This design comes from an exercise in tuning for small area and a short achievable clock period on the open sky130 flow, not from production work. Function was checked by simulation only, so behaviour that the tests miss may differ from the original. Power is estimated from default activity; no workload was simulated.

<file path="design/flow/config.mk">
export PLATFORM = sky130hd
export DESIGN_NAME = squall_q0
export DESIGN_NICKNAME = squall_q0
export VERILOG_FILES = /design/flow/design.v
export SDC_FILE = /design/flow/constraint.sdc
export NUM_CORES = 4
export LEC_CHECK = 0
export ABC_CLOCK_PERIOD_IN_PS = 2000
export CAP_MARGIN = 40
export CORE_MARGIN = 2
export CORE_UTILIZATION = 40
export SLEW_MARGIN = 60
</file>
<file path="design/flow/constraint.sdc">
create_clock -name core_clock -period 36.0 [get_ports {clk}]
set_input_delay 7.2000 -clock core_clock [delete_from_list [all_inputs] [get_ports {clk}]]
set_output_delay 7.2000 -clock core_clock [all_outputs]
set_load 0.01 [all_outputs]
</file>
<file path="design/flow/design.v">
module squall_q0 #(
    parameter DEPTH = 32,
    parameter AW    = 5
) (
    input  wire        clk,
    input  wire        rst,           
    input  wire        ev_valid,
    input  wire [63:0] ev_time,
    input  wire [15:0] ev_code,
    input  wire [7:0]  ev_src,
    input  wire [7:0]  ev_count,
    input  wire [31:0] ev_arg,
    input  wire        fr_ready,
    output reg         fr_valid,
    output reg  [63:0] fr_time,
    output reg  [15:0] fr_code,
    output reg  [7:0]  fr_src,
    output reg  [7:0]  fr_count,
    output reg  [31:0] fr_arg,
    output reg  [AW:0] level,
    input  wire        lost_clr,
    output reg  [31:0] lost
);
    reg [63:0] e_time  [0:DEPTH-1];
    reg [15:0] e_code  [0:DEPTH-1];
    reg [7:0]  e_src   [0:DEPTH-1];
    reg [7:0]  e_count [0:DEPTH-1];
    reg [31:0] e_arg   [0:DEPTH-1];
    reg [63:0]      pw_time;
    reg [15:0]      pw_code;
    reg [7:0]       pw_src;
    reg [7:0]       pw_count;
    reg [31:0]      pw_arg;
    reg [DEPTH-1:0] pw_oh;
    reg [AW-1:0] head;
    reg [AW-1:0] tail;
    reg          full;
    reg          one;             
    wire pop       = fr_valid && fr_ready;
    wire space     = !full || fr_ready;
    wire do_lose   = ev_valid && full && !fr_ready;
    wire do_append = ev_valid && space;
    wire [7:0] in_count = (ev_count == 8'd0) ? 8'd1 : ev_count;
    wire [1:0] in_sev   = ev_code[11:10];
    reg [1:0]       sev [0:DEPTH-1];
    reg [DEPTH-1:0] has_sev3, has_sev2, has_sev1;
    reg [1:0]       low_sev;
    reg [DEPTH-1:0] slot_low;
    reg [DEPTH-1:0] at_head;         
    reg [DEPTH-1:0] below_tail;      
    reg [DEPTH-1:0] tail_oh;
    reg [DEPTH-1:0] head_oh;
    reg [DEPTH-1:0] next_oh;         
    reg [2*DEPTH-1:0] low_2x;
    reg [2*DEPTH-1:0] low_pre;       
    reg [2*DEPTH-1:0] repl_2x;
    reg [DEPTH-1:0] repl_oh;         
    integer i, s;
    always @* begin
        for (i = 0; i < DEPTH; i = i + 1) begin
            sev[i]        = pw_oh[i] ? pw_code[11:10] : e_code[i][11:10];
            has_sev3[i]   = (sev[i] == 2'd3);
            has_sev2[i]   = (sev[i] == 2'd2);
            has_sev1[i]   = (sev[i] == 2'd1);
            at_head[i]    = (i >= head);
            below_tail[i] = (i < tail);
            tail_oh[i]    = (i == tail);
            head_oh[i]    = (i == head);
        end
        next_oh = {head_oh[DEPTH-2:0], head_oh[DEPTH-1]};
        low_sev = (|has_sev3) ? 2'd3 : (|has_sev2) ? 2'd2 : (|has_sev1) ? 2'd1 : 2'd0;
        for (i = 0; i < DEPTH; i = i + 1)
            slot_low[i] = (sev[i] == low_sev);
        low_2x = {slot_low, slot_low & at_head};
        low_pre = low_2x << 1;
        for (s = 1; s < 2*DEPTH; s = s * 2)
            low_pre = low_pre | (low_pre << s);
        repl_2x = low_2x & ~low_pre;
        repl_oh = repl_2x[2*DEPTH-1:DEPTH] | repl_2x[DEPTH-1:0];
    end
    wire              pw_match = (pw_code == ev_code) && (pw_src == ev_src);
    reg [DEPTH-1:0]   match;
    reg [2*DEPTH-1:0] match_2x;
    reg [2*DEPTH-1:0] match_suf;     
    reg [2*DEPTH-1:0] merge_2x;
    reg [DEPTH-1:0]   merge_oh;      
    always @* begin
        for (i = 0; i < DEPTH; i = i + 1)
            match[i] = pw_oh[i] ? pw_match : (e_code[i] == ev_code) && (e_src[i] == ev_src);
        match_2x = {match & below_tail, match & ~below_tail};
        match_suf = match_2x >> 1;
        for (s = 1; s < 2*DEPTH; s = s * 2)
            match_suf = match_suf | (match_suf >> s);
        merge_2x = match_2x & ~match_suf;
        merge_oh = merge_2x[2*DEPTH-1:DEPTH] | merge_2x[DEPTH-1:0];
    end
    wire merge_hit = |match;
    wire repl_ok   = do_lose && !merge_hit && (low_sev >= in_sev);
    wire do_merge  = do_lose && merge_hit;
    genvar g;
    generate
        for (g = 0; g < DEPTH; g = g + 1) begin : slot
            wire       inc  = do_merge && merge_oh[g];
            wire [7:0] base = pw_oh[g] ? pw_count : e_count[g];
            always @(posedge clk) begin
                if (pw_oh[g]) begin
                    e_time[g] <= pw_time;
                    e_code[g] <= pw_code;
                    e_src[g]  <= pw_src;
                    e_arg[g]  <= pw_arg;
                end
                if (inc)
                    e_count[g] <= (base == 8'hFF) ? base : base + 8'd1;
                else if (pw_oh[g])
                    e_count[g] <= pw_count;
            end
        end
    endgenerate
    always @(posedge clk) begin
        pw_time  <= ev_time;
        pw_code  <= ev_code;
        pw_src   <= ev_src;
        pw_count <= in_count;
        pw_arg   <= ev_arg;
        if (rst)
            pw_oh <= {DEPTH{1'b0}};
        else
            pw_oh <= ({DEPTH{do_append}} & tail_oh) | ({DEPTH{repl_ok}} & repl_oh);
    end
    reg [63:0] nx_time;
    reg [15:0] nx_code;
    reg [7:0]  nx_src;
    reg [7:0]  nx_count;
    reg [31:0] nx_arg;
    always @* begin
        if (|(pw_oh & next_oh)) begin
            nx_time = pw_time; nx_code = pw_code; nx_src = pw_src; nx_count = pw_count; nx_arg = pw_arg;
        end else begin
            nx_time = 64'd0; nx_code = 16'd0; nx_src = 8'd0; nx_count = 8'd0; nx_arg = 32'd0;
            for (i = 0; i < DEPTH; i = i + 1) begin
                nx_time  = nx_time  | (e_time[i]  & {64{next_oh[i]}});
                nx_code  = nx_code  | (e_code[i]  & {16{next_oh[i]}});
                nx_src   = nx_src   | (e_src[i]   & {8{next_oh[i]}});
                nx_count = nx_count | (e_count[i] & {8{next_oh[i]}});
                nx_arg   = nx_arg   | (e_arg[i]   & {32{next_oh[i]}});
            end
        end
    end
    wire hd_from_ev  = (do_append && (!fr_valid || (one && fr_ready))) ||
                       (repl_ok && |(repl_oh & head_oh));
    wire hd_from_nx  = pop && !one;
    wire hd_inc      = do_merge && |(merge_oh & head_oh);
    always @(posedge clk) begin
        if (hd_from_ev) begin
            fr_time  <= ev_time;
            fr_code  <= ev_code;
            fr_src   <= ev_src;
            fr_arg   <= ev_arg;
            fr_count <= in_count;
        end else if (hd_from_nx) begin
            fr_time  <= nx_time;
            fr_code  <= nx_code;
            fr_src   <= nx_src;
            fr_arg   <= nx_arg;
            fr_count <= nx_count;
        end else if (hd_inc && fr_count != 8'hFF)
            fr_count <= fr_count + 8'd1;
    end
    wire [AW:0] level_n = level + {{AW{1'b0}}, do_append} - {{AW{1'b0}}, pop};
    always @(posedge clk) begin
        if (rst) begin
            head     <= {AW{1'b0}};
            tail     <= {AW{1'b0}};
            full     <= 1'b0;
            one      <= 1'b0;
            fr_valid <= 1'b0;
            level    <= {(AW+1){1'b0}};
            lost     <= 32'd0;
        end else begin
            if (pop)
                head <= head + 1'b1;
            if (do_append)
                tail <= tail + 1'b1;
            level    <= level_n;
            full     <= level_n[AW];
            one      <= (level_n == 1);
            fr_valid <= (level_n != 0);
            if (lost_clr)
                lost <= {31'd0, do_lose};
            else if (do_lose && lost != 32'hFFFF_FFFF)
                lost <= lost + 32'd1;
        end
    end
endmodule
</file>
<file path="design/flow/run.sh">
#!/bin/bash
# synth_recipe.tcl (not shown) runs the flow's synth.tcl, then flattens the netlist and writes it again
# the make line also repeats each setting of config.mk as NAME=value (left out here)
make -C /OpenROAD-flow-scripts/flow DESIGN_CONFIG=/design/flow/config.mk WORK_HOME=/design/flow/orfs CLKGATE_MAP_FILE= SYNTH_SCRIPT=/design/flow/synth_recipe.tcl finish
</file>
==> results of run 1 <==
path summary, 6_finish.rpt:
path	startpoint	to	slack [ps]	cells past startpoint
max	ev_src[1]	fr_time[39]	23010	19
min	pw_src[5]	e_src[3][5]	430	0
max reg2reg	pw_code[11]	fr_time[39]	27460	23
min reg2reg	pw_src[5]	e_src[3][5]	430	0
registers in the layout, summed over array words and instances, names as in the netlist, 64 cells and up:
name / flops
e_count: 256
e_src: 256
e_arg: 1024
e_time: 2048
e_code: 512
fr_time: 64
pw_time: 64
cell usage after synthesis, types with 188 or more instances:
master,instances,share of area [%]
xor2_1,818,3.9
nor4_1,196,0.67
o21ai_0,227,0.62
a21oi_1,234,0.64
edfxtp_1,3968,65
a22o_1,419,2.0
nand2_1,535,1.1
clkbuf_1,527,1.1
nor3_1,284,0.78
a222oi_1,260,1.4
nor2_1,379,0.78
nand3_1,188,0.52
a221oi_1,395,1.9
nand4_1,476,1.6
dfxtp_1,466,5.1
a22oi_1,960,4.0
cell usage in the layout, fill, tap and decap left out, drive strengths merged, types with 190 or more instances in the layout:
master and instances:
nand4 476, dfxtp 466, nor3 286, nor4 198
mux2 242, a22o 419, nand2 535, nor2 381
a221oi 395, a22oi 960, clkdlybuf4s50 274, a222oi 260
xor2 818, o21ai 233, edfxtp 3968, nand3 190
a21oi 235, clkbuf 638, buf 540
cells by family (layout without fill, tap and decap cells):
kind of cell	after synthesis	in the layout
adder cells (fa/ha/maj)	51	51
flip-flops	4434	4434
AND/OR/NAND/NOR	2538	2538
buffers and inverters	914	1756
XOR/XNOR	1004	1004
other	0	15
AO/OA/AOI/OAI	2810	2810
multiplexers	426	426
per-layer routing:
| layer | share of wire [%] | global-route usage, % |
|---|---|---|
| met1 | 37 | 41.4 |
| met2 | 43 | 45.2 |
| met3 | 14 | 9.11 |
| met4 | 5.6 | 13.8 |
| met5 | 0.070 | 0 |
power groups by stage:
stage / logic [mW] / registers, mW / clock network [mW]
2_1_floorplan: 0.420 / 5.96 / 0
3_3_place_gp: 0.815 / 5.95 / 0
3_5_place_dp: 0.848 / 5.95 / 0
4_1_cts: 0.851 / 5.84 / 4.68
5_1_grt: 0.903 / 5.85 / 4.88
6_report: 0.869 / 5.84 / 4.67
cell type report:
type	instances	area share [%]
Sequential cell	4434	60.6
Multi-Input combinational cell	6829	24.0
Clock buffer	633	5.93
Timing Repair Buffer	824	4.86
Tap cell	5976	3.52
Clock inverter	204	0.905
Inverter	95	0.169
Antenna cell	15	0.0177
worst max-delay path, stage by stage:
cell and delay [ps]:
buf_2 470, buf_4 540, xor2_1 310, nor4_2 90, buf_4 250, nand2_1 280, nor2_1 210, a21o_1 340
or2_2 350, or4b_2 620, nor4_2 260, buf_2 240, nor3b_2 170, buf_4 270, o32a_4 440, buf_12 240
buf_6 380, buf_6 430, mux2_4 340
==> reports/qor.yml, run 1 <==
floorplanning:
  die_y_um: 679
  core_area_mm2: 0.453
  die_width_um: 679
  die-area_mm2: 0.461
  start_util_pct: 40.2
  io_pins: 300
  row_count: 247
final_layout:
  instances_no_fill: 19010
  areaGrowthSynthToFinish_pct: 16.6
  postLayoutCoreUtil_pct: 46.9
  ff_latch_area_mm2: 0.129
  num-fill-cells: 38831
  multi_input_area_mm2: 0.0510
  drive_gt1_share_pct: 14.2
  layout.nets: 12812
  final_area_mm2: 0.213
cts:
  cts_max_path_buffers: 4
  cts_buffers: 444
  ctsResizeCount: 0
  cts_sinks: 4434
  cts.htree.levels: 5
  post_cts_buffers: 0
  clk_pin_slew_ps: 60
  clk_latency_ps: 1030
  cts_tree: "built"
  hold_buffers: 0
  clockRootBuffer: "clkbuf_16"
pwr:
  sw_frac_of_total_pct: 23.4
  power.density_mw_per_mm2: 53.5
  intPower_mw: 8.72
  p_switching_mw: 2.66
  max-vdd-ir-drop_uv: 41.1
  pwr-share-comb_pct: 7.6
  clkPwrFrac_pct: 41.0
  share_seq_of_total_power_pct: 51.4
  leakage_nw: 67.7
  power_mw: 11.4
worst_setup_path:
  criticalPathCategory: "input port to flip-flop"
  crit_path_end_kind: "flip-flop"
  critPathMaxFanout: 35
  crit_required_ps: 36730
  startpoint_type: "input port"
  arrival_ps: 13710
place:
  placed_area_mm2: 0.197
  gp_congestion: 1.08
  io_buffers: 299
  dpl.cell_count: 18133
  post-place-ws_ps: 22330
  dpl.hpwl_mm: 444
grt:
  antenna_found_initial: 36
  track_usage_pct: 30.5
  grt_start_max_net_pins: 76
  grt_pass1_vias: 117627
  grt_pass1_wl_mm: 988
  grt_overflow: 0
logic_synthesis:
  ys_ff_latch: 4434
  synth_xor_area_share_pct: 4.82
  synth_fa_ha_area_share_pct: 0.354
  synth_top_family_by_area: "compound AO/OA/AOI/OAI gates"
  synth-edff-count: 3968
  syn_area_per_cell_um2: 15.0
  async_flop_share_pct: 0
  synth_cell_type_count: 111
  ys_seq_area_share_pct: 70.5
  muxShareOfSynthArea_pct: 2.87
  synth-simple-area-share_pct: 7.32
  syn_nets: 12361
  synth-compound-area-share_pct: 11.9
  synth_cells: 12177
  synth_area_mm2: 0.182
  yosys_warnings: 7
  synth_ff_type: "edfxtp_1"
sta:
  slew_headroom_pct: 51.9
  rsz0062_at_grt: "false"
  max_slew.worst_pin.slew_ps: 721
  fmax_mhz: 77.0
  hold_violations: 0
  setup_ws_ps: 23010
  tns_ps: 0
  period_minus_slack_ps: 12990
  hold_ws_ps: 435
  fin_skew_ps: 69.6
  finalCritPeriodShare_pct: 36.1
  drv_slew: 0
  setup_viol: 0
worst_hold_path:
  min_path_type: "flip-flop to flip-flop"
drt:
  vias: 126950
  routed_wl_mm: 730
  drt_pass1_iterations: 10
  wl_per_cell_um: 38.4
  drc_errors: 0
  via_per_inst: 6.68
  ant_nets: 0
  initialDrtViolationCount: 24334
flow_run:
  cap_violations: 0
run_status:
  outcome: "finished clean"
==> run 2: changes to the inputs <==
--- a/design/flow/design.v
+++ b/design/flow/design.v
@@ -12,11 +12,11 @@
     input  wire [31:0] ev_arg,
     input  wire        fr_ready,
     output reg         fr_valid,
-    output reg  [63:0] fr_time,
-    output reg  [15:0] fr_code,
-    output reg  [7:0]  fr_src,
+    output wire [63:0] fr_time,
+    output wire [15:0] fr_code,
+    output wire [7:0]  fr_src,
     output reg  [7:0]  fr_count,
-    output reg  [31:0] fr_arg,
+    output wire [31:0] fr_arg,
     output reg  [AW:0] level,
     input  wire        lost_clr,
     output reg  [31:0] lost
@@ -87,21 +87,22 @@
     always @* begin
         for (i = 0; i < DEPTH; i = i + 1)
             match[i] = pw_oh[i] ? pw_match : (e_code[i] == ev_code) && (e_src[i] == ev_src);
-        match_2x = {match & below_tail, match & ~below_tail};
+        match_2x = {pm_match & below_tail, pm_match & ~below_tail};
         match_suf = match_2x >> 1;
         for (s = 1; s < 2*DEPTH; s = s * 2)
             match_suf = match_suf | (match_suf >> s);
         merge_2x = match_2x & ~match_suf;
         merge_oh = merge_2x[2*DEPTH-1:DEPTH] | merge_2x[DEPTH-1:0];
     end
+    reg [DEPTH-1:0] pm_match;        
+    reg             pm_valid;
     wire merge_hit = |match;
     wire repl_ok   = do_lose && !merge_hit && (low_sev >= in_sev);
     wire do_merge  = do_lose && merge_hit;
     genvar g;
     generate
         for (g = 0; g < DEPTH; g = g + 1) begin : slot
-            wire       inc  = do_merge && merge_oh[g];
-            wire [7:0] base = pw_oh[g] ? pw_count : e_count[g];
+            wire       inc  = pm_valid && merge_oh[g];
             always @(posedge clk) begin
                 if (pw_oh[g]) begin
                     e_time[g] <= pw_time;
@@ -109,8 +110,8 @@
                     e_src[g]  <= pw_src;
                     e_arg[g]  <= pw_arg;
                 end
-                if (inc)
-                    e_count[g] <= (base == 8'hFF) ? base : base + 8'd1;
+                if (inc && e_count[g] != 8'hFF)
+                    e_count[g] <= e_count[g] + 8'd1;
                 else if (pw_oh[g])
                     e_count[g] <= pw_count;
             end
@@ -122,10 +123,14 @@
         pw_src   <= ev_src;
         pw_count <= in_count;
         pw_arg   <= ev_arg;
-        if (rst)
-            pw_oh <= {DEPTH{1'b0}};
-        else
-            pw_oh <= ({DEPTH{do_append}} & tail_oh) | ({DEPTH{repl_ok}} & repl_oh);
+        pm_match <= match;
+        if (rst) begin
+            pw_oh    <= {DEPTH{1'b0}};
+            pm_valid <= 1'b0;
+        end else begin
+            pw_oh    <= ({DEPTH{do_append}} & tail_oh) | ({DEPTH{repl_ok}} & repl_oh);
+            pm_valid <= do_merge;
+        end
     end
     reg [63:0] nx_time;
     reg [15:0] nx_code;
@@ -144,26 +149,41 @@
                 nx_count = nx_count | (e_count[i] & {8{next_oh[i]}});
                 nx_arg   = nx_arg   | (e_arg[i]   & {32{next_oh[i]}});
             end
+            if (pm_valid && |(merge_oh & next_oh) && nx_count != 8'hFF)
+                nx_count = nx_count + 8'd1;
         end
     end
     wire hd_from_ev  = (do_append && (!fr_valid || (one && fr_ready))) ||
                        (repl_ok && |(repl_oh & head_oh));
     wire hd_from_nx  = pop && !one;
-    wire hd_inc      = do_merge && |(merge_oh & head_oh);
+    wire hd_inc      = do_lose && |(match & head_oh) && !(|(match & ~head_oh));
+    reg [63:0] hd_time;
+    reg [15:0] hd_code;
+    reg [7:0]  hd_src;
+    reg [31:0] hd_arg;
+    reg        sel;
+    assign fr_time = sel ? pw_time : hd_time;
+    assign fr_code = sel ? pw_code : hd_code;
+    assign fr_src  = sel ? pw_src  : hd_src;
+    assign fr_arg  = sel ? pw_arg  : hd_arg;
     always @(posedge clk) begin
-        if (hd_from_ev) begin
-            fr_time  <= ev_time;
-            fr_code  <= ev_code;
-            fr_src   <= ev_src;
-            fr_arg   <= ev_arg;
+        sel <= hd_from_ev;
+        if (hd_from_nx) begin
+            hd_time <= nx_time;
+            hd_code <= nx_code;
+            hd_src  <= nx_src;
+            hd_arg  <= nx_arg;
+        end else if (sel) begin
+            hd_time <= pw_time;
+            hd_code <= pw_code;
+            hd_src  <= pw_src;
+            hd_arg  <= pw_arg;
+        end
+        if (hd_from_ev)
             fr_count <= in_count;
-        end else if (hd_from_nx) begin
-            fr_time  <= nx_time;
-            fr_code  <= nx_code;
-            fr_src   <= nx_src;
-            fr_arg   <= nx_arg;
+        else if (hd_from_nx)
             fr_count <= nx_count;
-        end else if (hd_inc && fr_count != 8'hFF)
+        else if (hd_inc && fr_count != 8'hFF)
             fr_count <= fr_count + 8'd1;
     end
     wire [AW:0] level_n = level + {{AW{1'b0}}, do_append} - {{AW{1'b0}}, pop};
==> design/flow/flow/run.sh (new file) <==
#!/bin/bash
# The standard layout, with every port on the bottom edge and timing repair
# after CTS and global routing aiming at a setup slack well above zero at
# the design's clock period.
set -euo pipefail
bash standard.sh IO_CONSTRAINTS=$PWD/flow/io.tcl SETUP_SLACK_MARGIN=27 finish > standard.log 2>&1
==> design/flow/flow/io.tcl (new file) <==
# Keep every port on the bottom edge, so that the head copy, the event
# registers and the port buffers sit together.
set_io_pin_constraint -region bottom:* -pin_names [concat [get_object_name [all_inputs]] [get_object_name [all_outputs]]]
==> design/flow/standard.sh (new file) <==
#!/bin/bash
# synth_recipe.tcl (not shown) runs the flow's synth.tcl, then flattens the netlist and writes it again
# the make line also repeats each setting of config.mk as NAME=value (left out here)
make -C /OpenROAD-flow-scripts/flow DESIGN_CONFIG=/design/flow/config.mk WORK_HOME=/design/flow/orfs CLKGATE_MAP_FILE= SYNTH_SCRIPT=/design/flow/synth_recipe.tcl "${@:-finish}"
--- a/design/flow/config.mk
+++ b/design/flow/config.mk
@@ -6,7 +6,7 @@
 export NUM_CORES = 4
 export LEC_CHECK = 0
 export ABC_CLOCK_PERIOD_IN_PS = 2000
-export CAP_MARGIN = 40
+export CAP_MARGIN = 20
 export CORE_MARGIN = 2
 export CORE_UTILIZATION = 40
-export SLEW_MARGIN = 60
+export SLEW_MARGIN = 20
removed: design/flow/run.sh
==> reports/qor.yml, run 2 <==
logic_synthesis:
  ys_seq_area_share_pct: 72.1  # +1.6 points
  synth_xor_area_share_pct: 4.89  # +0.066 points
  synth_area_mm2: 0.181  # -0.66%
  muxShareOfSynthArea_pct: 1.49  # -1.4 points
  synth.largest_area_cell: "edfxtp_1"
  synth_top_family_by_area: "compound AO/OA/AOI/OAI gates"
  synth_common_cells: "edfxtp_1 (4104), a22oi_1 (1520), clkbuf_1 (665)"
  ys_ff_latch: 4468  # +0.77%
  synth_fa_ha_area_share_pct: 0.357  # +0.0024 points
  synth_cell_type_count: 93  # -16%
  synth_ff_type: "edfxtp_1"
  synth-edff-count: 4104  # +3.4%
  synth_cells: 12069  # -0.89%
  async_flop_share_pct: 0  # unchanged
  synth-compound-area-share_pct: 12.5  # +0.54 points
  synth-simple-area-share_pct: 6.83  # -0.49 points
  yosys_warnings: 7  # unchanged
  yosysMostFrequentCell: "edfxtp_1"
  synth_area_leaders: "edfxtp_1 (68%), a22oi_1 (6.3%), dfxtp_1 (4.0%)"
  syn_area_per_cell_um2: 15.0  # +0.23%
  synth_top_cell_area_share_pct: 68.1  # +2.7 points
  syn_nets: 12253  # -0.87%
floorplanning:
  row_count: 247  # unchanged
  die_y_um: 677  # -0.33%
  start_util_pct: 40.1  # -0.13 points
  die_width_um: 677  # -0.33%
run_status:
  outcome: "did not finish"
  error_line: "Error: floorplan.tcl, 162 invalid command name \"get_object_name\""
  haltStage: "floorplan"
-- run 2: cell count changes after synthesis, sizes merged, moves of 136 or more --
cell | previous run | this run
a221oi | 395 | 112
edfxtp | 3968 | 4104
a21oi | 235 | 475
a22o | 419 | 113
xor2 | 818 | 620
xnor2 | 186 | 391
clkbuf | 528 | 669
nand2 | 535 | 303
a22oi | 960 | 1521
-- run 2: logic make-up after synthesis --
logic type | count (synthesis)
buffers and inverters | 895
and+or+nand+nor | 2338
adders and majority gates | 51
muxes | 247
AOI/OAI and AO/OA | 3059
DFF | 4468
xor gates and xnor gates | 1011
==> run 3: changes to the inputs <==
==> design/flow/flow/run.sh (replaced) <==
#!/bin/bash
# The standard layout, with timing repair after CTS and global routing
# aiming at a setup slack well above zero at the design's clock period.
set -euo pipefail
bash standard.sh SETUP_SLACK_MARGIN=27 finish > standard.log 2>&1
--- a/design/flow/config.mk
+++ b/design/flow/config.mk
@@ -8,5 +8,5 @@
 export ABC_CLOCK_PERIOD_IN_PS = 2000
 export CAP_MARGIN = 20
 export CORE_MARGIN = 2
-export CORE_UTILIZATION = 40
+export CORE_UTILIZATION = 52
 export SLEW_MARGIN = 20
removed: design/flow/flow/io.tcl
==> reports/qor.yml, run 3 <==
run_status:
  outcome: "finished clean"
cts:
  cts_tree: "built"
  cts_max_path_buffers: 4
  cts.htree.levels: 5
  clk_pin_slew_ps: 60
  clockRootBuffer: "clkbuf_16"
  hold_buffers: 0
  clk_latency_ps: 1080
  cts_buffers: 450
  cts_sinks: 4468
pwr:
  share_seq_of_total_power_pct: 48.3
  p_switching_mw: 3.06
  sw_frac_of_total_pct: 25.2
  power.density_mw_per_mm2: 57.5
  intPower_mw: 9.09
  pwr-share-comb_pct: 11.8
  clkPwrFrac_pct: 39.9
  leakage_nw: 68.3
  power_mw: 12.1
  max-vdd-ir-drop_uv: 66.6
worst_setup_path:
  crit_path_end_kind: "flip-flop"
  rrSetupSlack_ps: 27930
  startpoint_type: "input port"
  r2r-start: "pw_code[10]"
  worstPathCellList: "buf_12 > buf_16 > buf_16 > xnor2_4 > nand4_1 > nor3_2 > nand3_1 > o21ai_4 > nor4_4 > nand4_1 > or2_4 > nor3_4 > buf_12 > o32ai_4 > buf_12 > buf_6 > buf_12 > mux2_4"
  cpMostUsedCell: "buf_12"
  rr_worst_depth: 19
  arrival_ps: 10770
  critical_path.top_delay_family: "simple AND/OR/NAND/NOR gates"
  crit_required_ps: 36720
  max_stage_delay_ps: 890
  regToRegEndpoint: "fr_count[2]"
  cp_slowest_cell: "nand4_1"
  cp_num_buf_inv: 7
  critPathMaxFanout: 5
  criticalPathCategory: "input port to flip-flop"
sta:
  finalCritPeriodShare_pct: 27.9
  period_minus_slack_ps: 10040
  drv_slew: 0
  rsz0062_at_grt: "true"
  fin_skew_ps: 135
  hold_violations: 0
  setup_viol: 0
  tns_ps: 0
  setup_ws_ps: 25960
  max_slew.worst_pin.slew_ps: 1300
  fmax_mhz: 99.6
  slew_headroom_pct: 12.8
logic_synthesis:
  ys_seq_area_share_pct: 72.1  # unchanged
  ys_ff_latch: 4468  # unchanged
  synth.largest_area_cell: "edfxtp_1"
  synth_area_leaders: "edfxtp_1 (68%), a22oi_1 (6.3%), dfxtp_1 (4.0%)"
  syn_area_per_cell_um2: 15.0  # unchanged
  syn_nets: 12253  # unchanged
  synth_ff_type: "edfxtp_1"
  synth_cells: 12069  # unchanged
  async_flop_share_pct: 0  # unchanged
  yosysMostFrequentCell: "edfxtp_1"
  synth-edff-count: 4104  # unchanged
  synth_cell_type_count: 93  # unchanged
  synth_top_cell_area_share_pct: 68.1  # unchanged
  synth_common_cells: "edfxtp_1 (4104), a22oi_1 (1520), clkbuf_1 (665)"
  synth_area_mm2: 0.181  # unchanged
  yosys_warnings: 7  # unchanged
place:
  dpl.hpwl_mm: 468
  io_buffers: 299
  gp_congestion: 1.06
  post-place-ws_ps: 23770
  placed_area_mm2: 0.190
final_layout:
  final_cell_mix: "edfxtp_1 (4104), a22oi_1 (1517), xor2_1 (603)"
  reg_top3: "e_time x2048, e_arg x1024, e_code x512"
  largest_reg_flops: 2048
  final_common_cell: "edfxtp_1"
  num-fill-cells: 25970
  largest_register: "e_time"
  drive_gt1_share_pct: 16.0
  final_area_mm2: 0.211
  areaGrowthSynthToFinish_pct: 16.8
  layout.nets: 12821
drt:
  via_per_inst: 7.40
  routed_wl_mm: 811
  drc_errors: 0
  drt_pass1_iterations: 10
  wl_per_cell_um: 46.0
  initialDrtViolationCount: 25872
  vias: 130577
  ant_nets: 0
grt:
  grt_pass1_wl_mm: 1080
  track_usage_pct: 44.9
  global_route.usage.met1_pct: 59.1
  grtUsageMet3_pct: 12.0
  grt_start_max_net_pins: 98
  antenna_found_initial: 44
  grt_overflow: 0
  grt_pass1_vias: 121932
  grt-busiest-layer: "met2"
  use_met2_pct: 65.8
worst_hold_path:
  min_path_cells: 0
  min_path_type: "flip-flop to flip-flop"
  holdPathEnd: "e_code[11][11]"
  hold_start: "pw_oh[11]"
flow_run:
  cap_violations: 0
floorplanning:
  die_width_um: 594  # -12%
  die-area_mm2: 0.353
  die_y_um: 594  # -12%
  row_count: 216  # -13%
  core_area_mm2: 0.346
  io_pins: 300
  start_util_pct: 52.3  # +12 points
-- run 3: cell counts after synthesis --
No cell type changed its count.
-- run 3: metrics by stage --
step,util (%),hold slack [ps],instances
2_1_floorplan,-,515,12069
3_3_place_gp,54.9,485,16489
3_5_place_dp,54.9,498,16491
4_1_cts,60.6,504,17555
5_1_grt,61.0,496,17621
6_report,61.0,472,17638
-- run 3: how the worst max path moves through the flow --
stage / depth (start not counted) / start / end
6_report: 18 / ev_code[0] / fr_count[2]
5_1_grt: 6 / sel / fr_time[32]
4_1_cts: 4 / sel / fr_time[61]
3_5_place_dp: 16 / ev_src[1] / fr_count[2]
3_3_place_gp: 16 / ev_src[1] / fr_count[1]
2_1_floorplan: 14 / ev_code[4] / fr_count[0]
-- run 3: power groups by stage --
stage	Sequential (mW)	Clock, mW	Combinational [mW]
global route	5.88	5.04	1.44
finish	5.87	4.85	1.43
global placement	5.97	0	1.16
detailed placement	5.98	0	1.16
floorplan	5.97	0	0.490
CTS	5.86	4.85	1.33
-- run 3: cell type report --
class	count	area [µm²]	area share (%)
antenna	22	55.1	0.0260
clock buffer	566	12200	5.79
clock inverter	287	2950	1.40
inverter	65	246	0.117
multi-input combinational	6706	49000	23.2
sequential	4468	131000	61.8
tap	4578	5730	2.71
timing repair buffer	946	10500	4.94
-- run 3: cell families (layout without fill, tap and decap cells) --
family	count (synthesis)	after routing	synth area share [%]
buffers and inverters	895	1864	1.89
DFF	4468	4468	72.1
AOI/OAI and AO/OA	3059	3059	12.5
adders and majority gates	51	51	0.357
xor gates and xnor gates	1011	1011	4.89
other	0	22	0
and+or+nand+nor	2338	2338	6.83
muxes	247	247	1.49
-- run 3: repair_timing --
| action | in CTS | in global routing |
|---|---|---|
| pin swaps | 30 | 40 |
| buffers inserted | 182 | 58 |
| gates cloned | 29 | 2 |
| endpoints found under the setup margin | 333 | 218 |
| gates resized for setup | 1168 | 206 |
-- run 3: per-layer routing --
layer | part of all wire (%) | up-vias
met3 | 14 | 2460
met1 | 35 | 66140
met2 | 43 | 11990
met4 | 8.1 | 18
li1 | - | 49969
met5 | 0.024 | -
==> run 4: changes to the inputs <==
--- a/design/flow/config.mk
+++ b/design/flow/config.mk
@@ -8,5 +8,5 @@
 export ABC_CLOCK_PERIOD_IN_PS = 2000
 export CAP_MARGIN = 20
 export CORE_MARGIN = 2
-export CORE_UTILIZATION = 52
+export CORE_UTILIZATION = 40
 export SLEW_MARGIN = 20
==> reports/qor.yml, run 4 <==
run_status:
  outcome: "finished clean"
worst_setup_path:
  crit_required_ps: 28800  # -7920 ps
  r2r-start: "e_code[26][10]"
  rrSetupSlack_ps: 28150  # +220 ps
  rr_worst_depth: 19  # unchanged
  criticalPathCategory: "flip-flop to primary output"
  startpoint_type: "flip-flop"
  arrival_ps: 2720  # -8050 ps
  crit_path_end_kind: "primary output"
  crit_start: "sel"
  critPathMaxFanout: 5  # unchanged
  regToRegEndpoint: "fr_count[7]"
logic_synthesis:
  synth_top_cell_area_share_pct: 68.1  # unchanged
  synth_common_cells: "edfxtp_1 (4104), a22oi_1 (1520), clkbuf_1 (665)"
  synth_area_leaders: "edfxtp_1 (68%), a22oi_1 (6.3%), dfxtp_1 (4.0%)"
  yosysMostFrequentCell: "edfxtp_1"
  synth_ff_type: "edfxtp_1"
  syn_nets: 12253  # unchanged
  synth_cell_type_count: 93  # unchanged
  ys_seq_area_share_pct: 72.1  # unchanged
  synth_area_mm2: 0.181  # unchanged
  syn_area_per_cell_um2: 15.0  # unchanged
  async_flop_share_pct: 0  # unchanged
  synth_cells: 12069  # unchanged
  ys_ff_latch: 4468  # unchanged
  synth.largest_area_cell: "edfxtp_1"
  yosys_warnings: 7  # unchanged
  synth-edff-count: 4104  # unchanged
floorplanning:
  die-area_mm2: 0.458  # +30%
  io_pins: 300  # unchanged
  die_width_um: 677  # +14%
  die_y_um: 677  # +14%
  start_util_pct: 40.1  # -12 points
  row_count: 247  # +14%
  core_area_mm2: 0.452  # +30%
final_layout:
  instances_no_fill: 19062  # +8.1%
  reg_top3: "e_time x2048, e_arg x1024, e_code x512"
  largest_reg_flops: 2048  # unchanged
  num-fill-cells: 38649  # +49%
  final_common_cell: "edfxtp_1"
  final_cell_mix: "edfxtp_1 (4104), a22oi_1 (1517), xor2_1 (604)"
  largest_register: "e_time"
  drive_gt1_share_pct: 15.8  # -0.20 points
  layout.nets: 12850  # +0.23%
  areaGrowthSynthToFinish_pct: 17.7
cts:
  cts_tree: "built"
  clockRootBuffer: "clkbuf_16"
  clk_pin_slew_ps: 60  # about the same
  clk_latency_ps: 1060  # -20 ps
  cts_buffers: 452  # +0.44%
  cts_sinks: 4468  # unchanged
  cts_max_path_buffers: 4  # unchanged
  cts.htree.levels: 5  # unchanged
sta:
  finalCritPeriodShare_pct: 27.6  # -0.33 points
  drv_slew: 0  # unchanged
  period_minus_slack_ps: 9920  # -120 ps
  setup_viol: 0  # unchanged
  tns_ps: 0  # unchanged
  fmax_mhz: 101  # +1.2%
  fin_skew_ps: 109  # -25.6 ps
  slew_headroom_pct: 9.34  # -3.5 points
  max_slew.worst_pin.slew_ps: 1350  # +51.9 ps
  hold_violations: 0  # unchanged
  rsz0062_at_grt: "true"
  setup_ws_ps: 26080  # +120 ps
pwr:
  share_seq_of_total_power_pct: 49.1  # +0.8 points
  pwr-share-comb_pct: 11.0  # -0.8 points
  max-vdd-ir-drop_uv: 49.0  # -27%
  leakage_nw: 68.2  # -0.17%
  power_mw: 11.9  # -1.7%
  p_switching_mw: 2.93  # -4.3%
  clkPwrFrac_pct: 39.9  # about the same
  sw_frac_of_total_pct: 24.5  # -0.67 points
  power.density_mw_per_mm2: 56.0  # -2.5%
  intPower_mw: 9.02  # -0.80%
drt:
  ant_nets: 0  # unchanged
  vias: 128959  # -1.2%
  wl_per_cell_um: 40.6  # -12%
  drc_errors: 0  # unchanged
  via_per_inst: 6.77  # -8.6%
  drt_pass1_iterations: 7  # -3
  initialDrtViolationCount: 24218  # -6.4%
  routed_wl_mm: 774  # -4.6%
worst_hold_path:
  min_path_type: "flip-flop to flip-flop"
  min_path_cells: 2  # +2
  holdPathEnd: "lost[5]"
  hold_start: "lost[5]"
place:
  dpl.cell_count: 17877  # +8.4%
  dpl.hpwl_mm: 439  # -6.2%
  gp_congestion: 1.05  # -0.65%
  io_buffers: 299  # unchanged
  post-place-ws_ps: 23830  # +60.6 ps
grt:
  grt_overflow: 0  # unchanged
  grt_pass1_wl_mm: 1030  # -4.1%
  track_usage_pct: 32.5  # -12 points
  grt_start_max_net_pins: 119  # +21%
  antenna_found_initial: 40  # -9.1%
  grt_pass1_vias: 118810  # -2.6%
flow_run:
  cap_violations: 0  # unchanged
run 4: layout make-up:
class	instances	area [µm²]	share of cell area (%)
clock inverters	246	2590	1.21
diodes	30	75.1	0.0352
clock buffers	598	12300	5.76
repair buffers	973	10900	5.11
inverters	65	249	0.117
multi-input cells	6706	48800	22.9
flip-flops and latches	4468	131000	61.3
well taps	5976	7480	3.51
run 4: routing by layer:
metal | vias up | track usage (%) | share of wire, %
li1 | 50026 | - | -
met1 | 65294 | 43.3 | 36
met2 | 11269 | 48.2 | 43
met3 | 2344 | 8.43 | 14
met4 | 26 | 18.4 | 7.0
met5 | - | 0 | 0.020
run 4: power by group through the flow:
stage               clock network [mW]  registers [mW]  logic, mW
finish                            4.77            5.87       1.31
global route                      4.98            5.88       1.35
CTS                               4.78            5.86       1.20
detailed placement                   0            5.97       1.06
global placement                     0            5.97       1.05
floorplan                            0            5.97      0.490
run 4: how the worst max path moves through the flow:
stage,slack [ps],cells after the start,endpoint
5_1_grt,26050,8,fr_time[50]
3_3_place_gp,23700,16,fr_count[3]
6_report,26080,8,fr_time[42]
4_1_cts,26020,8,fr_time[50]
3_5_place_dp,23830,16,fr_count[3]
2_1_floorplan,26290,14,fr_count[0]
run 4: critical path, stage by stage, from the launching register on:
cell	delay [ps]
dfxtp_4	360
buf_12	150
buf_16	160
buf_12	160
buf_16	130
buf_12	150
buf_6	120
mux2_4	340
buf_6	140
run 4: through the flow:
stage	cell area [µm²]	hold WS (ps)	utilization [%]
floorplan	182000	515	-
global placement	192000	486	42.5
detailed placement	192000	494	42.5
CTS	211000	503	46.8
global route	213000	558	47.2
finish	213000	506	47.2
run 4: kinds of logic after synthesis:
kind of cell / after synthesis / share of synthesized area, %
AOI/OAI and AO/OA: 3059 / 12.5
xor gates and xnor gates: 1011 / 4.89
adders and majority gates: 51 / 0.357
buffers and inverters: 895 / 1.89
DFF: 4468 / 72.1
muxes: 247 / 1.49
and+or+nand+nor: 2338 / 6.83
run 4: what timing repair did:
| item | in CTS | in global routing |
|---|---|---|
| gates cloned | 39 | 4 |
| hold endpoints to repair | 0 | 0 |
| endpoints found under the setup margin | 300 | 182 |
| pin swaps | 31 | 34 |
| resized for setup | 1061 | 251 |
| hold buffers | 0 | 0 |
| buffers inserted | 185 | 82 |
==> run 5: changes to the inputs <==
--- a/design/flow/config.mk
+++ b/design/flow/config.mk
@@ -9,4 +9,6 @@
 export CAP_MARGIN = 20
 export CORE_MARGIN = 2
 export CORE_UTILIZATION = 40
+export CTS_CLUSTER_DIAMETER = 80
+export CTS_CLUSTER_SIZE = 25
 export SLEW_MARGIN = 20
==> reports/qor.yml, run 5 <==
run_status:
  outcome: "finished clean"
logic_synthesis:
  async_flop_share_pct: 0  # unchanged
  yosysMostFrequentCell: "edfxtp_1"
  syn_nets: 12253  # unchanged
  synth.largest_area_cell: "edfxtp_1"
  synth_ff_type: "edfxtp_1"
  synth_area_leaders: "edfxtp_1 (68%), a22oi_1 (6.3%), dfxtp_1 (4.0%)"
  ys_ff_latch: 4468  # unchanged
  syn_area_per_cell_um2: 15.0  # unchanged
  synth_area_mm2: 0.181  # unchanged
  synth-edff-count: 4104  # unchanged
  synth_cells: 12069  # unchanged
  yosys_warnings: 7  # unchanged
  synth_common_cells: "edfxtp_1 (4104), a22oi_1 (1520), clkbuf_1 (665)"
  synth_top_cell_area_share_pct: 68.1  # unchanged
  ys_seq_area_share_pct: 72.1  # unchanged
  synth_cell_type_count: 93  # unchanged
sta:
  hold_violations: 0  # unchanged
  finalCritPeriodShare_pct: 27.3  # -0.22 points
  slew_headroom_pct: 11.7  # +2.4 points
  hold_ws_ps: 502  # -3.93 ps
  period_minus_slack_ps: 9840  # -80.2 ps
  setup_ws_ps: 26160  # +80.2 ps
  max_slew.worst_pin.slew_ps: 1320  # -25.1 ps
  fmax_mhz: 102  # +0.81%
  rsz0062_at_grt: "true"
  fin_skew_ps: 172  # +62.8 ps
  tns_ps: 0  # unchanged
  setup_viol: 0  # unchanged
  drv_slew: 0  # unchanged
final_layout:
  final_common_cell: "edfxtp_1"
  reg_top3: "e_time x2048, e_arg x1024, e_code x512"
  largest_reg_flops: 2048  # unchanged
  num-fill-cells: 39409  # +2.0%
  multi_input_area_mm2: 0.0486  # -0.46%
  areaGrowthSynthToFinish_pct: 13.2
  ff_latch_area_mm2: 0.131  # about the same
  drive_gt1_share_pct: 13.1  # -2.7 points
  largest_register: "e_time"
  layout.nets: 12614  # -1.8%
  final_cell_mix: "edfxtp_1 (4104), a22oi_1 (1516), xor2_1 (607)"
  instances_no_fill: 18620  # -2.3%
cts:
  clockRootBuffer: "clkbuf_16"
  cts_tree: "built"
  clk_latency_ps: 1060  # about the same
  clk_pin_slew_ps: 100  # +40 ps
  cts_buffers: 222  # -51%
  cts_max_path_buffers: 4  # unchanged
  cts.htree.levels: 4  # -1
  cts_sinks: 4468  # unchanged
worst_hold_path:
  min_path_type: "flip-flop to flip-flop"
  min_path_cells: 0  # -2
  holdPathEnd: "e_src[13][6]"
  hold_start: "pw_oh[13]"
grt:
  antenna_found_initial: 44  # +10%
  grt_start_max_net_pins: 119  # unchanged
  grt_pass1_wl_mm: 1030  # -0.70%
  track_usage_pct: 32.3  # -0.16 points
  grt_pass1_vias: 116628  # -1.8%
  grt_overflow: 0  # unchanged
worst_setup_path:
  r2r-start: "e_code[26][10]"
  criticalPathCategory: "flip-flop to primary output"
  rrSetupSlack_ps: 28000  # -150 ps
  crit_required_ps: 28800  # about the same
  arrival_ps: 2640  # -80 ps
  rr_worst_depth: 16  # -3
  crit_path_end_kind: "primary output"
  startpoint_type: "flip-flop"
  critPathMaxFanout: 8  # +3
  regToRegEndpoint: "fr_count[4]"
drt:
  drc_errors: 0  # unchanged
  initialDrtViolationCount: 24602  # +1.6%
  ant_nets: 0  # unchanged
  vias: 127425  # -1.2%
  drt_pass1_iterations: 9  # +2
  wl_per_cell_um: 41.3  # +1.7%
  routed_wl_mm: 769  # -0.64%
  via_per_inst: 6.84  # +1.2%
pwr:
  max-vdd-ir-drop_uv: 53.5  # +9.3%
  leakage_nw: 64.1  # -5.9%
  power.density_mw_per_mm2: 49.5  # -12%
floorplanning:
  io_pins: 300  # unchanged
  die_y_um: 677  # unchanged
  core_area_mm2: 0.452  # unchanged
  die-area_mm2: 0.458  # unchanged
  start_util_pct: 40.1  # unchanged
  row_count: 247  # unchanged
  die_width_um: 677  # unchanged
place:
  gp_congestion: 1.05  # unchanged
  dpl.cell_count: 17877  # unchanged
  dpl.hpwl_mm: 439  # unchanged
  post-place-ws_ps: 23830  # unchanged
  io_buffers: 299  # unchanged
flow_run:
  cap_violations: 0  # unchanged
==> run 5: cell families (layout without fill, tap and decap cells) <==
group	count (synthesis)	count (layout)	synth area share, %
compound gates	3059	3059	12.5
xor+xnor	1011	1011	4.89
fa+ha+maj	51	51	0.357
buf+inv	895	1443	1.89
flops	4468	4468	72.1
mux	247	247	1.49
other cells	0	27	0
simple gates	2338	2338	6.83
==> run 5: worst max-delay path by stage <==
| stage | start | slack [ps] | end |
|---|---|---|---|
| after floorplan | ev_code[4] | 26290 | fr_count[0] |
| after global placement | ev_code[4] | 23700 | fr_count[3] |
| after detailed placement | ev_code[4] | 23830 | fr_count[3] |
| after CTS | sel | 26100 | fr_code[8] |
| after global routing | sel | 26150 | fr_time[50] |
| final | sel | 26160 | fr_code[8] |
==> run 5: per-layer routing <==
| layer | GRT usage (%) | vias to the layer above | share of wire (%) |
|---|---|---|---|
| li1 | - | 49306 | - |
| met1 | 43.4 | 64910 | 36 |
| met2 | 48.2 | 10897 | 43 |
| met3 | 7.87 | 2272 | 13 |
| met4 | 18.2 | 40 | 6.9 |
| met5 | 0 | - | 0.053 |
==> run 5: layout make-up <==
class / count / share of cell area [%]
timing repair buffer: 967 / 5.28
antenna: 27 / 0.0330
clock buffer: 359 / 3.03
tap: 5976 / 3.65
clock inverter: 52 / 0.348
multi-input combinational: 6706 / 23.7
inverter: 65 / 0.120
sequential: 4468 / 63.8
==> run 5: stage by stage <==
step	utilization, %	power, mW	instance area, µm²
6_report	45.4	10.1	205000
3_5_place_dp	42.5	7.03	192000
4_1_cts	45.0	10.0	203000
5_1_grt	45.4	10.4	205000
2_1_floorplan	-	6.46	182000
3_3_place_gp	42.5	7.02	192000
==> run 5: timing repair <==
action,4_1_cts,5_1_grt
cloned,40,2
hold buffers,0,0
resized for setup,1017,220
pin swaps,26,27
hold endpoints to repair,0,0
setup buffers,178,82
endpoints found under the setup margin,300,189
==> run 5: critical path, stage by stage (launching register included) <==
cell,delay [ps]
dfxtp_4,380
buf_12,160
buf_4,190
buf_16,160
buf_4,160
mux2_4,380
dlygate4sd2_1,310
==> run 5: report_power, final <==
| group | internal, mW | leakage, nW | switching (mW) | total [mW] |
|---|---|---|---|---|
| logic | 0.540 | 20.9 | 0.766 | 1.31 |
| clock network | 1.23 | 3.29 | 1.74 | 2.98 |
| registers | 5.77 | 40.0 | 0.0877 | 5.86 |
==> run 6: changes to the inputs <==
--- a/design/flow/config.mk
+++ b/design/flow/config.mk
@@ -9,6 +9,6 @@
 export CAP_MARGIN = 20
 export CORE_MARGIN = 2
 export CORE_UTILIZATION = 40
-export CTS_CLUSTER_DIAMETER = 80
-export CTS_CLUSTER_SIZE = 25
+export CTS_BUF_LIST = sky130_fd_sc_hd__clkbuf_8 sky130_fd_sc_hd__clkbuf_16
+export CTS_CLUSTER_SIZE = 30
 export SLEW_MARGIN = 20
==> reports/qor.yml, run 6 <==
run_status:
  outcome: "finished clean"
cts:
  cts_max_path_buffers: 4  # unchanged
  cts_tree: "built"
  cts_buffers: 452  # +100%
  clk_latency_ps: 1070  # about the same
  cts_sinks: 4468  # unchanged
  cts.htree.levels: 5  # +1
  clk_pin_slew_ps: 50  # -50 ps
  clockRootBuffer: "clkbuf_16"
logic_synthesis:
  synth_ff_type: "edfxtp_1"
  synth_cell_type_count: 93  # unchanged
  ys_seq_area_share_pct: 72.1  # unchanged
  syn_nets: 12253  # unchanged
  yosysMostFrequentCell: "edfxtp_1"
  ys_ff_latch: 4468  # unchanged
  synth-edff-count: 4104  # unchanged
  synth_area_mm2: 0.181  # unchanged
  synth_top_cell_area_share_pct: 68.1  # unchanged
  synth_cells: 12069  # unchanged
  synth.largest_area_cell: "edfxtp_1"
  syn_area_per_cell_um2: 15.0  # unchanged
  async_flop_share_pct: 0  # unchanged
  synth_area_leaders: "edfxtp_1 (68%), a22oi_1 (6.3%), dfxtp_1 (4.0%)"
  synth_common_cells: "edfxtp_1 (4104), a22oi_1 (1520), clkbuf_1 (665)"
  yosys_warnings: 7  # unchanged
place:
  dpl.hpwl_mm: 439  # unchanged
  dpl.cell_count: 17877  # unchanged
  gp_congestion: 1.05  # unchanged
  io_buffers: 299  # unchanged
final_layout:
  ff_latch_area_mm2: 0.131  # about the same
  final_cell_mix: "edfxtp_1 (4104), a22oi_1 (1517), xor2_1 (604)"
  final_common_cell: "edfxtp_1"
  layout.nets: 12852  # +1.9%
  num-fill-cells: 38637  # -2.0%
  largest_register: "e_time"
  reg_top3: "e_time x2048, e_arg x1024, e_code x512"
  drive_gt1_share_pct: 15.8  # +2.7 points
  largest_reg_flops: 2048  # unchanged
  instances_no_fill: 19055  # +2.3%
  multi_input_area_mm2: 0.0489  # +0.48%
  areaGrowthSynthToFinish_pct: 17.7
worst_setup_path:
  cpMostUsedCell: "buf_12"
  crit_start: "sel"
  max_stage_delay_ps: 360  # -20 ps
  cp_slowest_cell: "dfxtp_4"
  criticalPathCategory: "flip-flop to primary output"
  arrival_ps: 2720  # +80 ps
  crit_path_end_kind: "primary output"
  timing.critical_path.depth: 8  # +2
  rr_worst_depth: 19  # +3
  timing.critical_path.to: "fr_time[50]"
  startpoint_type: "flip-flop"
  worstPathCellList: "buf_12 > buf_16 > buf_12 > buf_16 > buf_12 > buf_6 > mux2_4 > buf_6"
  critPathMaxFanout: 5  # -3
  cp_num_buf_inv: 7  # +2
  rrSetupSlack_ps: 28110  # +110 ps
  crit_required_ps: 28800  # about the same
  r2r-start: "e_code[26][10]"
  critical_path.top_delay_family: "buffers and inverters"
  regToRegEndpoint: "fr_count[1]"
pwr:
  pwr-share-comb_pct: 11.0  # -1.9 points
  max-vdd-ir-drop_uv: 48.4  # -9.6%
  sw_frac_of_total_pct: 24.5  # -1.1 points
  leakage_nw: 68.7  # +7.1%
  clkPwrFrac_pct: 39.8  # +10 points
  power.density_mw_per_mm2: 55.9  # +13%
  intPower_mw: 8.99  # +19%
  share_seq_of_total_power_pct: 49.3  # -8.5 points
  p_switching_mw: 2.92  # +13%
floorplanning:
  start_util_pct: 40.1  # unchanged
  die_y_um: 677  # unchanged
  die-area_mm2: 0.458  # unchanged
  core_area_mm2: 0.452  # unchanged
  die_width_um: 677  # unchanged
  row_count: 247  # unchanged
  io_pins: 300  # unchanged
sta:
  fmax_mhz: 101  # -0.80%
  max_slew.worst_pin.slew_ps: 1440  # +113 ps
  tns_ps: 0  # unchanged
  drv_slew: 0  # unchanged
  fin_skew_ps: 110  # -62.4 ps
  finalCritPeriodShare_pct: 27.6  # +0.22 points
  hold_ws_ps: 503  # +1.36 ps
  hold_violations: 0  # unchanged
  rsz0062_at_grt: "true"
  period_minus_slack_ps: 9920  # +79.6 ps
  slew_headroom_pct: 3.41  # -8.3 points
  setup_viol: 0  # unchanged
flow_run:
  cap_violations: 0  # unchanged
drt:
  drt_pass1_iterations: 10  # +1
  initialDrtViolationCount: 23431  # -4.8%
  drc_errors: 0  # unchanged
  vias: 128970  # +1.2%
  ant_nets: 0  # unchanged
  via_per_inst: 6.77  # -1.1%
  wl_per_cell_um: 40.6  # -1.7%
  routed_wl_mm: 773  # +0.57%
worst_hold_path:
  hold_start: "lost[5]"
  min_path_type: "flip-flop to flip-flop"
grt:
  grt_pass1_vias: 118820  # +1.9%
  grt_pass1_wl_mm: 1030  # +0.70%
  grt_overflow: 0  # unchanged
  grt_start_max_net_pins: 119  # unchanged
  antenna_found_initial: 39  # -11%
  track_usage_pct: 32.5  # +0.16 points
## run 6: cell counts after synthesis
No cell type changed its count.
## run 6: final cells by class
| type | instances | share of cell area, % |
|---|---|---|
| clock buffer | 489 | 5.57 |
| inverter | 65 | 0.117 |
| multi-input combinational | 6706 | 22.9 |
| antenna | 21 | 0.0247 |
| clock inverter | 355 | 1.41 |
| sequential | 4468 | 61.3 |
| tap | 5976 | 3.51 |
| timing repair buffer | 975 | 5.12 |
## run 6: kinds of logic after synthesis
logic type	count (synthesis)	share of synthesized area, %
muxes	247	1.49
and+or+nand+nor	2338	6.83
DFF	4468	72.1
buffers and inverters	895	1.89
xor gates and xnor gates	1011	4.89
adders and majority gates	51	0.357
AOI/OAI and AO/OA	3059	12.5
## run 6: how the worst min path moves through the flow
stage	cells past startpoint	slack (ps)	to
floorplan	2	510	lost[5]
global placement	2	490	lost[5]
detailed placement	2	490	lost[5]
CTS	2	500	lost[5]
global route	2	560	lost[5]
finish	2	500	lost[5]
## run 6: metal layers
metal	track usage (%)	share of wire, %	up-vias
met1	43.3	36	65542
met4	18.3	6.8	22
met5	0	0.018	-
met2	48.3	43	11114
met3	8.46	14	2274
li1	-	-	50018
## run 6: what timing repair did
action | 4_1_cts | 5_1_grt
cloned | 39 | 4
buffers inserted | 185 | 84
hold buffers | 0 | 0
gates resized for setup | 1061 | 254
pin swaps | 31 | 34
endpoints found under the setup margin | 300 | 182
## run 6: power groups by stage
stage / Clock (mW) / Combinational (mW) / Sequential (mW)
2_1_floorplan: 0 / 0.490 / 5.97
3_3_place_gp: 0 / 1.05 / 5.97
3_5_place_dp: 0 / 1.06 / 5.97
4_1_cts: 4.75 / 1.20 / 5.86
5_1_grt: 4.95 / 1.35 / 5.88
6_report: 4.74 / 1.31 / 5.87
## run 6: worst min-delay path, delay by kind of cell (launching register included)
family	cells	cell delay [ps]
AO/OA/AOI/OAI	2	130
flip-flops	1	320
## run 6: stage by stage
stage	power [mW]	setup slack, ps	utilization (%)	instance area, µm²
finish	11.9	26080	47.2	213000
global route	12.2	26050	47.2	213000
CTS	11.8	26020	46.8	211000
detailed placement	7.03	23830	42.5	192000
global placement	7.02	23700	42.5	192000
floorplan	6.46	26290	-	182000
==> run 7: changes to the inputs <==
--- a/design/flow/design.v
+++ b/design/flow/design.v
@@ -162,12 +162,14 @@
     reg [7:0]  hd_src;
     reg [31:0] hd_arg;
     reg        sel;
-    assign fr_time = sel ? pw_time : hd_time;
-    assign fr_code = sel ? pw_code : hd_code;
-    assign fr_src  = sel ? pw_src  : hd_src;
-    assign fr_arg  = sel ? pw_arg  : hd_arg;
+    reg        hd_sel;           
+    assign fr_time = sel    ? pw_time : hd_time;
+    assign fr_code = hd_sel ? hd_code : pw_code;
+    assign fr_src  = hd_sel ? hd_src  : pw_src;
+    assign fr_arg  = hd_sel ? hd_arg  : pw_arg;
     always @(posedge clk) begin
-        sel <= hd_from_ev;
+        sel    <= hd_from_ev;
+        hd_sel <= !hd_from_ev;
         if (hd_from_nx) begin
             hd_time <= nx_time;
             hd_code <= nx_code;
--- a/design/flow/config.mk
+++ b/design/flow/config.mk
@@ -9,6 +9,6 @@
 export CAP_MARGIN = 20
 export CORE_MARGIN = 2
 export CORE_UTILIZATION = 40
-export CTS_BUF_LIST = sky130_fd_sc_hd__clkbuf_8 sky130_fd_sc_hd__clkbuf_16
-export CTS_CLUSTER_SIZE = 30
+export CTS_CLUSTER_DIAMETER = 80
+export CTS_CLUSTER_SIZE = 25
 export SLEW_MARGIN = 20
==> reports/qor.yml, run 7 <==
run_status:
  outcome: "finished with violations"
  violations: "slew limit"
logic_synthesis:
  synth_top_cell_area_share_pct: 68.8  # +0.70 points
  synth-compound-area-share_pct: 12.3  # -0.16 points
  yosys_warnings: 7  # unchanged
  syn_area_per_cell_um2: 15.1  # +0.42%
  synth_ff_type: "edfxtp_1"
  yosysMostFrequentCell: "edfxtp_1"
  synth_top_family_by_area: "compound AO/OA/AOI/OAI gates"
  synth_cell_type_count: 99  # +6.5%
  synth-edff-count: 4160  # +1.4%
  async_flop_share_pct: 0  # unchanged
  synth_area_leaders: "edfxtp_1 (69%), a22oi_1 (4.8%), dfxtp_1 (3.4%)"
  synth_area_mm2: 0.182  # +0.33%
  synth-simple-area-share_pct: 7.02  # +0.19 points
  ys_seq_area_share_pct: 72.2  # +0.086 points
  synth_common_cells: "edfxtp_1 (4160), a22oi_1 (1166), clkbuf_1 (589)"
  syn_nets: 12242  # -0.090%
  muxShareOfSynthArea_pct: 1.44  # -0.048 points
  synth_cells: 12058  # -0.091%
  synth_fa_ha_area_share_pct: 0.355  # -0.0012 points
  synth.largest_area_cell: "edfxtp_1"
  synth_xor_area_share_pct: 4.86  # -0.030 points
  ys_ff_latch: 4469  # +0.022%
sta:
  drv_slew: 26  # +26
  tns_ps: 0  # unchanged
  fmax_mhz: 100  # -0.79%
  fin_skew_ps: 65.0  # -44.9 ps
  setup_viol: 0  # unchanged
  hold_violations: 0  # unchanged
  period_minus_slack_ps: 10000  # +79.5 ps
  rsz0062_at_grt: "true"
  hold_ws_ps: 530  # +27.1 ps
  slew_headroom_pct: -3.03  # -6.4 points
  max_slew.worst_pin.slew_ps: 1550  # +108 ps
  finalCritPeriodShare_pct: 27.8  # +0.22 points
pwr:
  sw_frac_of_total_pct: 24.7  # +0.15 points
  power.density_mw_per_mm2: 48.4  # -13%
  leakage_nw: 64.6  # -5.9%
  pwr-share-comb_pct: 10.9  # about the same
  max-vdd-ir-drop_uv: 49.7  # +2.6%
  clkPwrFrac_pct: 30.1  # -9.7 points
  power_mw: 9.92  # -17%
  intPower_mw: 7.47  # -17%
  p_switching_mw: 2.45  # -16%
  share_seq_of_total_power_pct: 59.0  # +9.7 points
worst_setup_path:
  crit_path_end_kind: "flip-flop"
  criticalPathCategory: "input port to flip-flop"
  cp_slowest_cell: "nor3_4"
  crit_required_ps: 36780  # +7980 ps
  max_stage_delay_ps: 760  # +400 ps
  startpoint_type: "input port"
  worstPathCellList: "buf_4 > buf_12 > xor2_1 > nor4_1 > nand4_1 > nor3_4 > buf_6 > a32o_2 > buf_12 > o21ai_1 > o21ai_1 > a221oi_1 > nand3_1 > nor4_1 > nand2_1 > o211ai_1 > buf_4"
  critPathMaxFanout: 8  # +3
  arrival_ps: 10790  # +8070 ps
grt:
  antenna_found_initial: 43  # +10%
  grt_overflow: 0  # unchanged
  grt_pass1_wl_mm: 991  # -4.2%
  grt_pass1_vias: 114791  # -3.4%
  track_usage_pct: 30.9  # -1.6 points
  grt_start_max_net_pins: 93  # -22%
flow_run:
  cap_violations: 0  # unchanged
floorplanning:
  io_pins: 300  # unchanged
  start_util_pct: 40.2  # +0.048 points
  die_width_um: 678  # +0.16%
  row_count: 247  # unchanged
  die_y_um: 678  # +0.16%
  core_area_mm2: 0.452  # +0.21%
  die-area_mm2: 0.460  # +0.32%
final_layout:
  areaGrowthSynthToFinish_pct: 12.8
  largest_reg_flops: 2048  # unchanged
  largest_register: "e_time"
  drive_gt1_share_pct: 12.9  # -2.9 points
  layout.nets: 12585  # -2.1%
  postLayoutCoreUtil_pct: 45.3  # -1.9 points
  reg_top3: "e_time x2048, e_arg x1024, e_code x512"
  final_common_cell: "edfxtp_1"
  final_cell_mix: "edfxtp_1 (4160), a22oi_1 (1164), xor2_1 (537)"
cts:
  clk_latency_ps: 1020  # -50 ps
  clockRootBuffer: "clkbuf_16"
  cts_buffers: 221  # -51%
  cts.htree.levels: 4  # -1
  cts_tree: "built"
  cts_sinks: 4469  # +0.022%
  cts_max_path_buffers: 4  # unchanged
  clk_pin_slew_ps: 90  # +40 ps
  hold_buffers: 0  # unchanged
place:
  gp_congestion: 1.03  # -2.7%
  dpl.hpwl_mm: 419  # -4.5%
  io_buffers: 299  # unchanged
drt:
  initialDrtViolationCount: 24512  # +4.6%
  vias: 125656  # -2.6%
  via_per_inst: 6.76  # about the same
  routed_wl_mm: 741  # -4.2%
  ant_nets: 0  # unchanged
  drt_pass1_iterations: 9  # -1
  wl_per_cell_um: 39.9  # -1.7%
  drc_errors: 0  # unchanged
worst_hold_path:
  min_path_type: "flip-flop to flip-flop"
==> run 7: layout make-up <==
class,count,area (µm²)
well taps,5976,7480
diodes,34,85.1
inverters,69,269
multi-input cells,6721,48700
clock inverters,56,821
clock buffers,337,6110
repair buffers,919,10000
fillers,39705,248000
flip-flops and latches,4469,131000
==> run 7: per-layer routing <==
| layer | vias up | wire, µm | share of wire, % | track usage [%] |
|---|---|---|---|---|
| met2 | 10307 | 320000 | 43 | 46.0 |
| met4 | 28 | 39800 | 5.4 | 13.4 |
| met3 | 1778 | 101000 | 14 | 8.10 |
| met1 | 64329 | 280000 | 38 | 42.8 |
| li1 | 49214 | - | - | - |
| met5 | - | 185 | 0.025 | 0 |
==> run 7: cells by family (layout without fill, tap and decap cells) <==
logic type      after synthesis  after routing
fa+ha+maj                    51             51
buf+inv                     871           1381
compound gates             2964           2965
xor+xnor                   1008           1008
simple gates               2458           2460
flops                      4469           4469
mux                         237            237
other cells                   0             34
==> run 7: per-stage QoR <==
stage / setup WS [ps] / cells / area [µm²]
floorplan: 25580 / 12058 / 183000
global placement: 23270 / 17886 / 192000
detailed placement: 23110 / 17886 / 192000
CTS: 26070 / 18441 / 203000
global route: 26030 / 18566 / 205000
finish: 26000 / 18581 / 205000
==> run 7: power groups by stage <==
stage | Combinational (mW) | Sequential [mW] | Clock, mW
2_1_floorplan | 0.432 | 5.97 | 0
3_3_place_gp | 0.865 | 5.97 | 0
4_1_cts | 0.981 | 5.85 | 2.99
6_report | 1.08 | 5.85 | 2.98
3_5_place_dp | 0.868 | 5.98 | 0
5_1_grt | 1.12 | 5.86 | 3.15
==> run 7: repair_timing <==
item                                    CTS  global route
gates cloned                             26             7
pin swaps                                34            34
gates resized for setup                 993           278
buffers inserted                        136            97
endpoints found under the setup margin  351           192
==> run 7: path summary, 6_finish.rpt <==
path | startpoint | slack, ps | cells past startpoint | to
setup / recovery | ev_code[0] | 26000 | 17 | fr_count[5]
hold / removal | lost[13] | 530 | 2 | lost[13]
setup reg to reg | pw_oh[6] | 28370 | 19 | fr_count[5]
hold reg to reg | lost[13] | 530 | 2 | lost[13]
==> run 7: worst max-delay path: cells and delay by family <==
kind	cells	cell delay, ps
AND/OR/NAND/NOR	6	1850
XOR/XNOR	1	150
AO/OA/AOI/OAI	5	740
buffers and inverters	5	830

port drivers added, routing unchanged:
No port has a modelled driver above. Below, the same layouts with a new extraction and two added sets of constraints.
Step 1 sets driving cells, clkbuf_16 on the clock port and buf_2 on the other inputs (assumed; they add their load-dependent delay and slew).
Step 2 times the ports against the registers' clock, not the clock port: input delays grow and output delays shrink by t, the midpoint of the rising clock arrivals with the driver on.
Slacks: ideal / step 1 / step 2; pairs: ideal / step 1.
| run | t (ns) | setup WS [ns] | latest minus earliest clock arrival (ns) | slew at the worst register clock pin (ns) | cell pins on the clock port's net |
|---|---|---|---|---|---|
| run 1 | 1.105 | 23.011 / 23.090 / 21.984 | 0.070 / 0.069 | 0.08 / 0.08 | 1 |
| run 3 | 1.148 | 25.956 / 25.847 / 24.894 | 0.135 / 0.135 | 0.07 / 0.07 | 1 |
| run 4 | 1.126 | 26.076 / 25.954 / 25.272 | 0.122 / 0.122 | 0.07 / 0.07 | 1 |
| run 5 | 1.094 | 26.156 / 26.032 / 25.186 | 0.179 / 0.178 | 0.11 / 0.11 | 1 |
| run 6 | 1.124 | 26.077 / 25.953 / 25.275 | 0.133 / 0.132 | 0.07 / 0.07 | 1 |
| run 7 | 1.109 | 25.997 / 26.019 / 24.942 | 0.092 / 0.093 | 0.11 / 0.11 | 1 |
The setup slack of run 3, which loses most, moves by -0.109 ns with the drivers and by -1.062 ns with both steps.
